This design comes from an exercise in tuning for small area, a short achievable clock period and few clock cycles on the open sky130 flow, not from production work.

Setup of job 102:
==> flow/design.v <==
module crc_top (
    input  wire        clk,
    input  wire        rst,
    input  wire        wr_en,
    input  wire        rd_en,
    input  wire [6:0]  addr,
    input  wire [31:0] wdata,
    output reg         ready,
    output reg         rvalid,
    output wire [31:0] rdata
);
    localparam [31:0] MU_RESET = 32'h04D1_01DF;
    reg  [6:0]  width;
    reg         refin;
    reg         refout;
    reg  [1:0]  feed_w;
    reg  [63:0] poly;
    reg  [63:0] init;
    reg  [63:0] xorout;
    reg  [5:0]  sh_p, sh_l, sh_m;     
    reg         w_lt64;               
    reg  [63:0] sreg;
    reg  [5:0]  sh_st;
    reg         nat;                  
    reg         clean;                
    reg  [31:0] state_hi_wr;
    reg  [31:0] state_hi_rd;
    reg  [31:0] result_hi_rd;
    reg  [31:0] feed;
    reg  [1:0]  feed_left;            
    reg         feed_byte;            
    reg         step;                 
    reg  [31:0] mu;
    reg         mu_ok;
    reg  [3:0]  mu_cnt;               
    reg  busy;
    wire acc_wr = wr_en && !busy;
    wire acc_rd = rd_en && !wr_en && !busy;
    wire [4:0] a = addr[6:2];
    wire [6:0]  w_new  = (wdata[6:0] < 7'd3) ? 7'd3 : (wdata[6:0] > 7'd64) ? 7'd64 : wdata[6:0];
    wire [5:0]  sh_new = ~(w_new[5:0] - 6'd1);
    wire [63:0] wmask  = {64{1'b1}} >> sh_m;
    wire [63:0] p_al   = poly << sh_p;
    reg  [63:0] p_al_q;
    wire [31:0] tx = sreg[63:32] ^ feed;
    wire [31:0] te = !step     ? 32'd0 :
                     feed_byte ? {24'd0, tx[31:24]} : tx;
    wire [31:0] q;
    genvar m, k, n;
    generate
        for (m = 0; m < 31; m = m + 1) begin : g_hi
            wire [30-m:0] t;
            for (k = 0; k <= 30 - m; k = k + 1) begin : g_t
                assign t[k] = te[m+1+k] & mu[31-k];
            end
            assign q[m] = te[m] ^ (^t);
        end
    endgenerate
    assign q[31] = te[31];
    wire [63:0] r;
    generate
        for (n = 0; n < 64; n = n + 1) begin : g_lo
            localparam integer NT = (n < 32) ? n + 1 : 32;
            wire [NT-1:0] t;
            for (k = 0; k < NT; k = k + 1) begin : g_t
                assign t[k] = q[k] & p_al_q[n-k];
            end
            assign r[n] = ^t;
        end
    endgenerate
    wire [63:0] s_shift = !step     ? sreg :
                          feed_byte ? {sreg[55:0], 8'd0} : {sreg[31:0], 32'd0};
    wire [63:0] s_eng   = s_shift ^ r;            
    wire [63:0] s_nat = s_eng >> sh_st;           
    wire [5:0]  amt_l = sh_l - sh_st;
    wire [127:0] l_rr = {sreg, sreg} << amt_l;
    wire [63:0] l_al  = l_rr[127:64];
    reg  [63:0] refl_e, refl_l;                   
    reg  [63:0] hmask;                            
    integer j;
    always @(*) begin
        for (j = 0; j < 64; j = j + 1) begin
            refl_e[j] = s_eng[63 - j];
            refl_l[j] = l_al[63 - j];
            hmask[j]  = wmask[63 - j];
        end
    end
    wire        r_e = refout && !nat;
    wire        r_l = refout && nat;
    wire [63:0] result = ((({64{r_e}} & refl_e) | ({64{!refout}} & s_nat) | ({64{r_l}} & refl_l))
                          & wmask) ^ (xorout & wmask);
    wire [31:0] ptop = p_al[63:32];               
    reg  [31:0] fr;
    reg  [31:0] mm;
    integer i;
    always @(*) begin
        for (i = 0; i < 32; i = i + 1)
            fr[i] = ptop[31 - i];
        mm = mu;
        for (i = 0; i < 4; i = i + 1)
            mm = {mm[30:0], ^(fr & mm)};
    end
    reg [31:0] d_ord;
    always @(*) begin
        for (j = 0; j < 32; j = j + 1)
            d_ord[j] = refin ? wdata[31 - j] : wdata[8 * (3 - j / 8) + (j % 8)];
    end
    wire wr_cfg   = acc_wr && a == 5'h10;
    wire wr_poly  = acc_wr && ((a == 5'h11 && w_lt64) || (a == 5'h12 && !sh_l[5]));
    wire wr_start = acc_wr && a == 5'h17 && wdata[0];
    wire wr_data  = acc_wr && a == 5'h18;
    wire wr_state = acc_wr && a == 5'h19;
    wire align    = nat && (clean || feed_left != 2'd0);
    reg [1:0] fl_n;
    reg       mu_ok_n, nat_n;
    reg [5:0] sh_st_n;
    always @(*) begin
        fl_n = feed_left;
        if (step) fl_n = feed_left - 2'd1;
        if (wr_data) fl_n = (feed_w == 2'd1) ? 2'd2 : 2'd1;
        mu_ok_n = mu_ok;
        if (mu_cnt == 4'd1) mu_ok_n = 1'b1;
        if (wr_cfg || wr_poly) mu_ok_n = 1'b0;
        sh_st_n = sh_st;
        nat_n   = nat;
        if (align) begin
            sh_st_n = sh_l;
            nat_n   = 1'b0;
        end
        if (wr_start || wr_state) begin
            sh_st_n = 6'd0;
            nat_n   = w_lt64;
        end
        if (wr_cfg)
            nat_n   = 1'b1;
    end
    reg [31:0] rd_q, rs_q;
    assign rdata = rd_q | rs_q;
    reg [31:0] rd_val;
    always @(*) begin
        case (a)
            5'h10:   rd_val = {21'd0, feed_w, refout, refin, width};
            5'h11:   rd_val = poly[31:0];
            5'h12:   rd_val = poly[63:32];
            5'h13:   rd_val = init[31:0];
            5'h14:   rd_val = init[63:32];
            5'h15:   rd_val = xorout[31:0];
            5'h16:   rd_val = xorout[63:32];
            5'h1A:   rd_val = state_hi_rd;
            5'h1C:   rd_val = result_hi_rd;
            default: rd_val = 32'd0;
        endcase
    end
    always @(posedge clk) begin
        p_al_q <= p_al;
        rd_q   <= rd_val;
        rs_q   <= ({32{a == 5'h19}} & s_nat[31:0]) | ({32{a == 5'h1B}} & result[31:0]);
    end
    always @(posedge clk) begin
        if (rst) begin
            width        <= 7'd32;
            refin        <= 1'b1;
            refout       <= 1'b1;
            feed_w       <= 2'd2;
            sh_p         <= 6'd32;
            sh_l         <= 6'd32;
            sh_m         <= 6'd32;
            w_lt64       <= 1'b1;
            poly         <= 64'h0000_0000_04C1_1DB7;
            init         <= 64'h0000_0000_FFFF_FFFF;
            xorout       <= 64'h0000_0000_FFFF_FFFF;
            sreg         <= 64'd0;
            sh_st        <= 6'd32;
            nat          <= 1'b0;
            clean        <= 1'b1;
            state_hi_wr  <= 32'd0;
            state_hi_rd  <= 32'd0;
            result_hi_rd <= 32'd0;
            feed_left    <= 2'd0;
            feed_byte    <= 1'b0;
            step         <= 1'b0;
            mu           <= MU_RESET;
            mu_ok        <= 1'b1;
            mu_cnt       <= 4'd0;
            ready        <= 1'b1;
            busy         <= 1'b0;
            rvalid       <= 1'b0;
        end else begin
            rvalid    <= acc_rd;
            feed_left <= fl_n;
            mu_ok     <= mu_ok_n;
            sh_st     <= sh_st_n;
            nat       <= nat_n;
            step      <= (fl_n != 2'd0) && mu_ok_n && !nat_n;
            ready     <= (fl_n == 2'd0) || (fl_n == 2'd1 && mu_ok_n && !nat_n);
            busy      <= !((fl_n == 2'd0) || (fl_n == 2'd1 && mu_ok_n && !nat_n));
            if (mu_cnt != 4'd0) begin
                mu     <= mm;
                mu_cnt <= mu_cnt - 4'd1;
            end
            if (wr_cfg || wr_poly) begin
                mu     <= 32'd1;
                mu_cnt <= 4'd8;
            end
            if (step)
                feed <= {feed[23:0], 8'd0};
            sreg <= s_eng;
            if (align) begin
                sreg  <= l_al & hmask;
                clean <= 1'b1;
            end
            if (wr_cfg)
                clean <= 1'b0;
            if (wr_start) begin
                sreg  <= init & wmask;
                clean <= 1'b1;
            end
            if (wr_state) begin
                sreg  <= {state_hi_wr, wdata} & wmask;
                clean <= 1'b1;
            end
            if (acc_wr) begin
                case (a)
                    5'h10: begin
                        width  <= wdata[6:0];
                        refin  <= wdata[7];
                        refout <= wdata[8];
                        feed_w <= wdata[10:9];
                        sh_p   <= sh_new;
                        sh_l   <= sh_new;
                        sh_m   <= sh_new;
                        w_lt64 <= (sh_new != 6'd0);
                    end
                    5'h11: poly[31:0]    <= wdata;
                    5'h12: poly[63:32]   <= wdata;
                    5'h13: init[31:0]    <= wdata;
                    5'h14: init[63:32]   <= wdata;
                    5'h15: xorout[31:0]  <= wdata;
                    5'h16: xorout[63:32] <= wdata;
                    5'h18: begin
                        feed      <= d_ord;
                        feed_byte <= (feed_w[1] == 1'b0);
                    end
                    5'h1A: state_hi_wr <= wdata;
                    default: ;
                endcase
            end
            if (acc_rd && a == 5'h19) state_hi_rd  <= s_nat[63:32];
            if (acc_rd && a == 5'h1B) result_hi_rd <= result[63:32];
        end
    end
endmodule
Settings: LEC_CHECK=0, CAP_MARGIN=20, CORE_MARGIN=2, CORE_UTILIZATION=25, PLACE_DENSITY=0.45, SLEW_MARGIN=20; clock period 32.0 ns.
standard.sh (not shown) runs the stock make flow with config.mk's settings and CLKGATE_MAP_FILE= SYNTH_SCRIPT=/design/flow/synth_recipe.tcl, a recipe that flattens the netlist after the stock synthesis.
==> flow/flow/run.sh <==
#!/bin/bash
# The standard layout, with port buffers of a normal drive strength and timing repair
# aiming for setup slack beyond the default margin. make's output goes to flow_make.log;
# each ORFS step keeps its own log under orfs/logs.
set -euo pipefail
bash standard.sh 'BUFFER_PORTS_ARGS=-buffer_cell sky130_fd_sc_hd__buf_4' SETUP_SLACK_MARGIN=24 finish > flow_make.log 2>&1
Input changes introduced in job 104 (baseline for comparison: job 102):
-- flow/design.v --
<<< job 102, line 8
    output reg         ready,
    output reg         rvalid,
    output wire [31:0] rdata
);
    localparam [31:0] MU_RESET = 32'h04D1_01DF;
>>> job 104, line 8
    output reg         ready,
    output reg         rvalid,
    output reg  [31:0] rdata
);
    localparam [31:0] MU_RESET = 32'h04D1_01DF;
<<< job 102, line 34
    reg         mu_ok;
    reg  [3:0]  mu_cnt;               
    reg  busy;
    wire acc_wr = wr_en && !busy;
    wire acc_rd = rd_en && !wr_en && !busy;
    wire [4:0] a = addr[6:2];
    wire [6:0]  w_new  = (wdata[6:0] < 7'd3) ? 7'd3 : (wdata[6:0] > 7'd64) ? 7'd64 : wdata[6:0];
>>> job 104, line 34
    reg         mu_ok;
    reg  [3:0]  mu_cnt;               
    wire acc_wr = wr_en && ready;
    wire acc_rd = rd_en && !wr_en && ready;
    wire [4:0] a = addr[6:2];
    wire [6:0]  w_new  = (wdata[6:0] < 7'd3) ? 7'd3 : (wdata[6:0] > 7'd64) ? 7'd64 : wdata[6:0];
<<< job 102, line 73
    wire [63:0] s_eng   = s_shift ^ r;            
    wire [63:0] s_nat = s_eng >> sh_st;           
    wire [5:0]  amt_l = sh_l - sh_st;
    wire [127:0] l_rr = {sreg, sreg} << amt_l;
    wire [63:0] l_al  = l_rr[127:64];
    reg  [63:0] refl_e, refl_l;                   
    reg  [63:0] hmask;                            
    integer j;
    always @(*) begin
        for (j = 0; j < 64; j = j + 1) begin
            refl_e[j] = s_eng[63 - j];
            refl_l[j] = l_al[63 - j];
            hmask[j]  = wmask[63 - j];
        end
    end
    wire        r_e = refout && !nat;
    wire        r_l = refout && nat;
    wire [63:0] result = ((({64{r_e}} & refl_e) | ({64{!refout}} & s_nat) | ({64{r_l}} & refl_l))
                          & wmask) ^ (xorout & wmask);
    wire [31:0] ptop = p_al[63:32];               
    reg  [31:0] fr;
>>> job 104, line 72
    wire [63:0] s_eng   = s_shift ^ r;            
    wire [63:0] s_nat = s_eng >> sh_st;           
    wire [63:0] l_al  = sreg << sh_l;             
    wire [63:0] a_now = nat ? l_al : s_eng;
    reg  [63:0] refl;
    integer j;
    always @(*) begin
        for (j = 0; j < 64; j = j + 1)
            refl[j] = a_now[63 - j];
    end
    wire [63:0] result = ((refout ? refl : s_nat) ^ xorout) & wmask;
    wire [31:0] ptop = p_al[63:32];               
    reg  [31:0] fr;
<<< job 102, line 132
            nat_n   = w_lt64;
        end
        if (wr_cfg)
            nat_n   = 1'b1;
    end
    reg [31:0] rd_q, rs_q;
    assign rdata = rd_q | rs_q;
    reg [31:0] rd_val;
    always @(*) begin
>>> job 104, line 123
            nat_n   = w_lt64;
        end
        if (wr_cfg) begin
            sh_st_n = 6'd0;
            nat_n   = 1'b1;
        end
    end
    reg [31:0] rd_val;
    always @(*) begin
<<< job 102, line 147
            5'h15:   rd_val = xorout[31:0];
            5'h16:   rd_val = xorout[63:32];
            5'h1A:   rd_val = state_hi_rd;
            5'h1C:   rd_val = result_hi_rd;
            default: rd_val = 32'd0;
>>> job 104, line 138
            5'h15:   rd_val = xorout[31:0];
            5'h16:   rd_val = xorout[63:32];
            5'h19:   rd_val = s_nat[31:0];
            5'h1A:   rd_val = state_hi_rd;
            5'h1B:   rd_val = result[31:0];
            5'h1C:   rd_val = result_hi_rd;
            default: rd_val = 32'd0;
<<< job 102, line 154
    always @(posedge clk) begin
        p_al_q <= p_al;
        rd_q   <= rd_val;
        rs_q   <= ({32{a == 5'h19}} & s_nat[31:0]) | ({32{a == 5'h1B}} & result[31:0]);
    end
    always @(posedge clk) begin
>>> job 104, line 147
    always @(posedge clk) begin
        p_al_q <= p_al;
        rdata  <= rd_val;
    end
    always @(posedge clk) begin
<<< job 102, line 184
            mu_cnt       <= 4'd0;
            ready        <= 1'b1;
            busy         <= 1'b0;
            rvalid       <= 1'b0;
        end else begin
>>> job 104, line 176
            mu_cnt       <= 4'd0;
            ready        <= 1'b1;
            rvalid       <= 1'b0;
        end else begin
<<< job 102, line 194
            step      <= (fl_n != 2'd0) && mu_ok_n && !nat_n;
            ready     <= (fl_n == 2'd0) || (fl_n == 2'd1 && mu_ok_n && !nat_n);
            busy      <= !((fl_n == 2'd0) || (fl_n == 2'd1 && mu_ok_n && !nat_n));
            if (mu_cnt != 4'd0) begin
                mu     <= mm;
>>> job 104, line 185
            step      <= (fl_n != 2'd0) && mu_ok_n && !nat_n;
            ready     <= (fl_n == 2'd0) || (fl_n == 2'd1 && mu_ok_n && !nat_n);
            if (mu_cnt != 4'd0) begin
                mu     <= mm;
<<< job 102, line 207
            sreg <= s_eng;
            if (align) begin
                sreg  <= l_al & hmask;
                clean <= 1'b1;
            end
            if (wr_cfg)
                clean <= 1'b0;
            if (wr_start) begin
                sreg  <= init & wmask;
>>> job 104, line 197
            sreg <= s_eng;
            if (align) begin
                sreg  <= l_al;
                clean <= 1'b1;
            end
            if (wr_cfg) begin
                sreg  <= s_nat;
                clean <= 1'b0;
            end
            if (wr_start) begin
                sreg  <= init & wmask;
[summary]
Measured against job 102, the sequential cell count of job 104 comes out at 0.943 times the reference value. Worst hold slack across job 102 and job 104: no real change. Summary of job 104 over job 102: post-synthesis adder-cell area fraction barely changed, final worst slack shrank by 0.082 ns. Looking at critical path endpoint, the sreg[38] result is from job 102; the sreg[36] one comes from job 104. Of job 102 and job 104, job 104 shows the higher final instance area, with job 102 below it. Taking job 102 as the reference, in job 104 period utilization rose by 0.26 points, clock network area share higher. Job 102 and job 104 ended up with nearly the same final weighted congestion in routability-driven placement. Going from job 102 to job 104, the global-route track usage on met3 was found to have gone up by 0.27 points. Sequential share of cell area: job 104 < job 102. Compare job 102 and job 104 | number of non-clock buffers lower: job 102.
Function was not checked in any run of this note: the RTL went through the layout flow alone.

==> port drivers added, routing unchanged <==
No port has a modelled driver above. Below, the same layouts with a new extraction and two added sets of constraints. Step 1, drivers: a clkbuf_16 drives clk and a buf_2 each remaining input, both assumed. Step 2 times the ports against the registers' clock, not the clock port: input delays grow and output delays shrink by t, the midpoint of the rising clock arrivals with the driver on. Slacks: ideal ports / drivers / drivers and shift; pairs: ideal ports / drivers.
run | t, ns | setup slack, ns | worst hold slack (ns) | worst setup path after step 2 | worst slew at a driven data input, ns
job 102 | 0.802 | 23.886 / 23.892 / 23.127 | 0.452 / 0.452 / 0.452 | input to register | 0.07
job 104 | 0.793 | 23.803 / 23.743 / 22.949 | 0.452 / 0.452 / 0.452 | input to register | 0.24
After both steps setup and hold are still met in every run listed. For job 104, which loses most, drivers alone change the setup slack by -0.060 ns; drivers and shift together by -0.854 ns.
